Context: an optimization exercise on an open-source flow, tuned for small area, a short achievable clock period and few clock cycles. The choices shown serve that exercise and are no tape-out recipe.
In this exercise RTL edits were held to simulation tests only and were not proved equivalent to the original.

== run A ==
// loop_sample_unit
module loop_sample_unit (
    input  wire        clk,
    input  wire        rst,
    input  wire        start,
    input  wire        first,
    input  wire        restart,
    input  wire [31:0] pv_raw,
    input  wire [31:0] target,
    output wire        ready,
    output reg         done,
    output reg  [31:0] out_val,
    output reg         limited,
    output reg  [4:0]  sat_cnt,
    output reg         mem_re,
    output reg  [6:0]  mem_raddr,
    input  wire [31:0] mem_rdata,
    output reg         mem_we,
    output reg  [6:0]  mem_waddr,
    output reg  [31:0] mem_wdata
);
For scale: ~820 flip-flops, about 190 I/O pins.
Settings: LEC_CHECK=0, CAP_MARGIN=20, CORE_MARGIN=2, CORE_UTILIZATION=40, PLACE_DENSITY=0.6, SLEW_MARGIN=20; clock period 25.0 ns.
standard.sh (not shown) runs the stock make flow with config.mk's settings and CLKGATE_MAP_FILE= SYNTH_SCRIPT=/design/flow/synth_recipe.tcl, a recipe that flattens the netlist after the stock synthesis.
==> flow/flow/run.sh <==
#!/bin/bash
# Layout flow: the standard synthesis and layout (standard.sh) with
# timing-driven global placement, timing repair aimed below the design's period
# (a setup margin; the constraints and the period are the standard flow's own) and port
# buffers that drive their pins quickly. Each step's full output goes to a log
# file of its own in the work folder.
set -euo pipefail
bash standard.sh synth > synth.log 2>&1
bash standard.sh SETUP_SLACK_MARGIN=18.6 \
    "BUFFER_PORTS_ARGS=-buffer_cell sky130_fd_sc_hd__buf_2" \
    GPL_TIMING_DRIVEN=1 \
    finish > layout.log 2>&1
Testbench counts of run A, summed over its fixed seeds: cycles 13,377.
Relative to run A, the following input files were edited for run B:
==> flow/flow/run.sh <==
#!/bin/bash
# Layout flow: the standard synthesis and layout (standard.sh), with timing
# repair aimed below the design's period (a setup margin; the constraints and
# the period are the standard flow's own), port buffers that drive their pins quickly, and
# clock-tree sink clustering set explicitly (30 sinks within 60 um, one level).
# Each step's full output goes to a log file of its own in the work folder.
set -euo pipefail
bash standard.sh synth > synth.log 2>&1
bash standard.sh SETUP_SLACK_MARGIN=18.6 \
    "BUFFER_PORTS_ARGS=-buffer_cell sky130_fd_sc_hd__buf_2" \
    "CTS_ARGS=-sink_clustering_enable -repair_clock_nets -sink_clustering_size 30 -sink_clustering_max_diameter 60 -sink_clustering_levels 1" \
    finish > layout.log 2>&1
Run A → run B: first-pass GRT wire length barely changed; overall via count from detail_route barely changed.
| filler cell count in the final layout | run B vs run A | ≈ equal |
Between run A and run B, the global-route usage figures differ only marginally.
There was hardly any difference in area of all placed cells without fillers between run A and run B.
Changes in run C relative to run B:
==> flow/flow/run.sh <==
#!/bin/bash
# Layout flow: the standard synthesis and layout (standard.sh) on a denser
# core, with timing repair aimed below the design's period (a setup margin; the
# constraints and the period are the standard flow's own) and port buffers that drive their
# pins quickly. Each step's full output goes to a log file of its own in the
# work folder.
set -euo pipefail
bash standard.sh synth > synth.log 2>&1
bash standard.sh SETUP_SLACK_MARGIN=18.6 \
    "BUFFER_PORTS_ARGS=-buffer_cell sky130_fd_sc_hd__buf_2" \
    CORE_UTILIZATION=50 \
    finish > layout.log 2>&1
Results
Run B -> run C: total number of sequential cells delta 0, exact match. Total half-perimeter wirelength after legalization and detailed placement (run C vs. run B) increases by a few percent. Diff run B -> run C: met1 routing resource usage after global routing went up by 14 points; critical-path maximum fanout decreased by 5 relative to the old numbers. Measured slew at the worst slew-check pin is lower on run C. Run C falls short of run B in wire length of the first global-routing pass. Die area went down by more than 10% going from run B to run C. Number of setup buffers added after CTS ended up 3 lower on run C than on run B. Run C: sequential share of cell area is 0.18 points higher than what run B reported. Measured against each other, run B and run C differ in setup slack after layout, the higher figure coming from run C. Source-to-sink clock delay at the later pin of the worst-skew pair of run B is on par with run C.
The inputs of run D differ from those of run C as listed below.
==> flow/flow/run.sh <==
#!/bin/bash
# Layout flow: the standard synthesis (with ABC's area script) and layout
# (standard.sh), with timing repair aimed below the design's period (a setup
# margin; the constraints and the period are the standard flow's own) and port buffers that
# drive their pins quickly. Each step's full output goes to a log file of its
# own in the work folder.
set -euo pipefail
bash standard.sh ABC_AREA=1 synth > synth.log 2>&1
bash standard.sh SETUP_SLACK_MARGIN=18.6 \
    "BUFFER_PORTS_ARGS=-buffer_cell sky130_fd_sc_hd__buf_2" \
    finish > layout.log 2>&1
### Flow results
- Looking only at final critical-path setup slack, and setting everything else aside, the higher value of run D and run C goes to run C.
- Lower multi-input combinational cell count among run D and run C: run C
- Mux contribution to synthesized area: lower on run D
- Between run D and run C, it is run D whose utilization is lower, by 10 points.
- Looking only at multi-input combinational area share, and setting everything else aside, the lower value of run D and run C goes to run D.
- Run D against run C: wire length rose by about 20%.
#### Input delta (run E over run D)
==> flow/flow/run.sh <==
#!/bin/bash
# Layout flow: the standard synthesis and layout (standard.sh), with timing
# repair aimed below the design's period (a setup margin; the constraints and
# the period are the standard flow's own) and port buffers that drive their pins quickly.
# Each step's full output goes to a log file of its own in the work folder.
set -euo pipefail
bash standard.sh synth > synth.log 2>&1
bash standard.sh SETUP_SLACK_MARGIN=18.6 \
    "BUFFER_PORTS_ARGS=-buffer_cell sky130_fd_sc_hd__buf_2" \
    finish > layout.log 2>&1
Notes after the runs:
Run E: vias per cell lower than run D. Of run E and run D, it is run E that has the lower clock buffer instance count of the final layout. Lower combined global-route utilization of all metal layers goes to run E over run D. Comparing run E with run D, the worst hold slack came out essentially unchanged. Run E vs run D, global-route track usage on met3 went down by 7.8 points. Relative to run D, clock network contribution to total cell area decreased by 0.35 points in run E. Run E against run D: final design instance area without fill -about 0.4%; non-clock buffer count in the final layout has decreased. Sort run D and run E by flip-flop and latch share of the layout cell area, ascending, and run D comes first.

---

Setup of job 101:
Another version of the RTL of loop_sample_unit (not shown whole).
Size in the first run: about 8500 cells after synthesis, roughly 820 flip-flops.
export LEC_CHECK = 0
export CAP_MARGIN = 20
export CORE_MARGIN = 2
export CORE_UTILIZATION = 40
export PLACE_DENSITY = 0.6
export SLEW_MARGIN = 20
create_clock -name core_clock -period 25.0 [get_ports {clk}]
==> flow/flow/run.sh <==
#!/bin/bash
# Layout flow: the standard synthesis and layout (standard.sh), with timing
# repair aimed below the design's period (a setup margin; the constraints and
# the period are the standard flow's own), port buffers that drive their pins quickly, and
# a denser global placement. Each step's full output goes to a log file of its
# own in the work folder.
set -euo pipefail
bash standard.sh synth > synth.log 2>&1
bash standard.sh SETUP_SLACK_MARGIN=18.6 \
    "BUFFER_PORTS_ARGS=-buffer_cell sky130_fd_sc_hd__buf_2" \
    PLACE_DENSITY=0.7 \
    finish > layout.log 2>&1
Job 101: flow completed, timing, DRC and antenna clean
Testbench counts of job 101, summed over its fixed seeds: cycles 13,377.
diff inputs: job 101 => job 102
==> flow/flow/run.sh <==
#!/bin/bash
# Layout flow: the standard synthesis and layout (standard.sh), with timing
# repair aimed below the design's period (a setup margin; the constraints and
# the period are the standard flow's own) and port buffers that drive their pins quickly.
# Each step's full output goes to a log file of its own in the work folder.
set -euo pipefail
bash standard.sh synth > synth.log 2>&1
bash standard.sh SETUP_SLACK_MARGIN=18.4 \
    "BUFFER_PORTS_ARGS=-buffer_cell sky130_fd_sc_hd__buf_2" \
    finish > layout.log 2>&1
Notes after the runs:
Any difference in sequential share of layout area between job 102 and job 101 is small enough to ignore.
Job 102 ended up with sky130_fd_sc_hd__a211oi_1 as its worst-path cell with the longest stage delay; job 101 ended up with sky130_fd_sc_hd__dfxtp_4.
[inputs] job 103 vs job 102
-- flow/flow/run.sh --
<<< job 102, line 8
bash standard.sh SETUP_SLACK_MARGIN=18.4 \
>>> job 103, line 8
bash standard.sh SETUP_SLACK_MARGIN=18.8 \
### Flow results
Job 103 vs job 102: final instance area up in job 103. Of job 102 and job 103, job 102 shows the lower sequential standard cell area, with job 103 above it. Status: netlist area before placement parity (job 102, job 103). Diff job 102 -> job 103: setup slack increased by 0.27 ns relative to the old numbers; logic depth of the worst setup path including buffers was more or less identical; final routed wirelength across all metal layers moved up. Job 102 → job 103: peak per-stage delay on the critical path decreased by 0.02 ns relative to the old numbers, post-CTS setup buffer count higher. Looking at job 102 and job 103, the met3 wire length is a wash.
The following lists how job 104 was set up differently from job 103:
-- flow/flow/run.sh --
<<< job 103, line 8
bash standard.sh SETUP_SLACK_MARGIN=18.8 \
>>> job 104, line 8
bash standard.sh SETUP_SLACK_MARGIN=18.6 \
==> comparison <==
Job 104 was carried through to the last stage, and its layout satisfied the timing, design-rule and antenna checks. Job 104: number of antenna violations at the first check in global routing is 5 higher than what job 103 reported. Job 103 and job 104 ended up with roughly the same hold slack.

---

run a:
Another version of the RTL of loop_sample_unit (not shown whole).
Size in the first run: ~820 flip-flops, ~190 I/O pins.
==> flow/config.mk <==
export PLATFORM = sky130hd
export DESIGN_NAME = loop_sample_unit
export DESIGN_NICKNAME = loop_sample_unit
export VERILOG_FILES = /design/flow/design.v
export SDC_FILE = /design/flow/constraint.sdc
export NUM_CORES = 8
export LEC_CHECK = 0
export CAP_MARGIN = 20
export CORE_MARGIN = 2
export CORE_UTILIZATION = 40
export PLACE_DENSITY = 0.6
export SLEW_MARGIN = 20
==> flow/constraint.sdc <==
create_clock -name core_clock -period 25.0 [get_ports {clk}]
set_input_delay 5.0000 -clock core_clock [delete_from_list [all_inputs] [get_ports {clk}]]
set_output_delay 5.0000 -clock core_clock [all_outputs]
set_load 0.01 [all_outputs]
==> flow/flow/run.sh <==
#!/bin/bash
# Layout flow: the standard synthesis and layout (standard.sh), with timing
# repair aimed below the design's period (a setup margin; the constraints and
# the period are the standard flow's own), port buffers that drive their pins quickly, no
# gate cloning in timing repair, and wider slew/capacitance repair margins.
# Each step's full output goes to a log file of its own in the work folder.
set -euo pipefail
bash standard.sh synth > synth.log 2>&1
bash standard.sh SETUP_SLACK_MARGIN=18.6 \
    "BUFFER_PORTS_ARGS=-buffer_cell sky130_fd_sc_hd__buf_2" \
    SKIP_GATE_CLONING=1 SLEW_MARGIN=30 CAP_MARGIN=30 \
    finish > layout.log 2>&1
The flow did not stop early for run a: all stages ran, and the layout cleared the timing, design-rule and antenna checks.
Testbench counts of run a, summed over its fixed seeds: cycles 13,377.
For run b, these inputs were changed with respect to run a:
--- a/flow/flow/run.sh
+++ b/flow/flow/run.sh
@@ -4,2 +4 @@
-# the period are the standard flow's own), port buffers that drive their pins quickly, no
-# gate cloning in timing repair, and wider slew/capacitance repair margins.
+# the period are the standard flow's own) and port buffers that drive their pins quickly.
@@ -11 +9,0 @@
-    SKIP_GATE_CLONING=1 SLEW_MARGIN=30 CAP_MARGIN=30 \
Results
Compared with run a, run b shows a higher via density per instance.
Diff run a -> run b: total cell area at the placement stage was more or less identical; detailed-placement wirelength estimate was more or less identical; number of inserted diodes went up by 43%; setup slack after placement went down by 0.33 ns.
CTS clock-pin slew for the worst setup and hold paths: run b vs run a, no meaningful difference
The run showing the greater global-route track usage on met1 is run b.
The run showing the smaller via count is run a.
Looking at run a and run b, the synthesis-to-layout area growth is a wash.
Completing all stages was not enough for run b: its layout failed the final checks because of max-capacitance violations, max-slew violations.
Comparing run a and run b, the higher met3 wire length is on run a.

separate check: timing with driven ports:
The results above use ideal ports. As a check the final layouts listed here were re-extracted and re-timed, cells and wires unchanged.
Step 1 assumes that a clkbuf_16 drives the clock port and a buf_2 every other input.
Step 2 times the ports against the registers' clock, not the clock port: input delays grow and output delays shrink by t, the midpoint of the rising clock arrivals with the driver on.
Slacks: no drivers / after step 1 / after step 2; pairs: no drivers / after step 1.
| run | shift t [ns] | slack for setup (ns) | hold slack, ns |
|---|---|---|---|
| run A of note 1 | 0.863 | 18.581 / 18.489 / 17.857 | 0.325 / 0.325 / 0.325 |
| run B of note 1 | 0.857 | 18.505 / 18.469 / 17.734 | 0.322 / 0.322 / 0.322 |
| run C of note 1 | 0.854 | 18.585 / 18.483 / 17.876 | 0.320 / 0.320 / 0.320 |
| run D of note 1 | 0.890 | 18.357 / 18.357 / 18.357 | 0.327 / 0.327 / 0.327 |
| run E of note 1 | 0.863 | 18.581 / 18.489 / 17.857 | 0.325 / 0.325 / 0.325 |
| job 101 | 0.875 | 18.567 / 18.483 / 17.891 | 0.324 / 0.324 / 0.324 |
| job 102 | 0.855 | 18.277 / 18.250 / 17.987 | 0.322 / 0.322 / 0.322 |
| job 103 | 0.881 | 18.552 / 18.464 / 18.238 | 0.322 / 0.322 / 0.322 |
| job 104 | 0.879 | 18.526 / 18.462 / 17.971 | 0.323 / 0.323 / 0.323 |
| run a of note 3 | 0.882 | 18.583 / 18.491 / 18.126 | 0.323 / 0.323 / 0.323 |
| run b of note 3 | 0.877 | 18.584 / 18.488 / 18.074 | 0.326 / 0.326 / 0.326 |
For run B of note 1, which loses most, drivers alone change the setup slack by -0.036 ns; drivers and shift together by -0.771 ns.
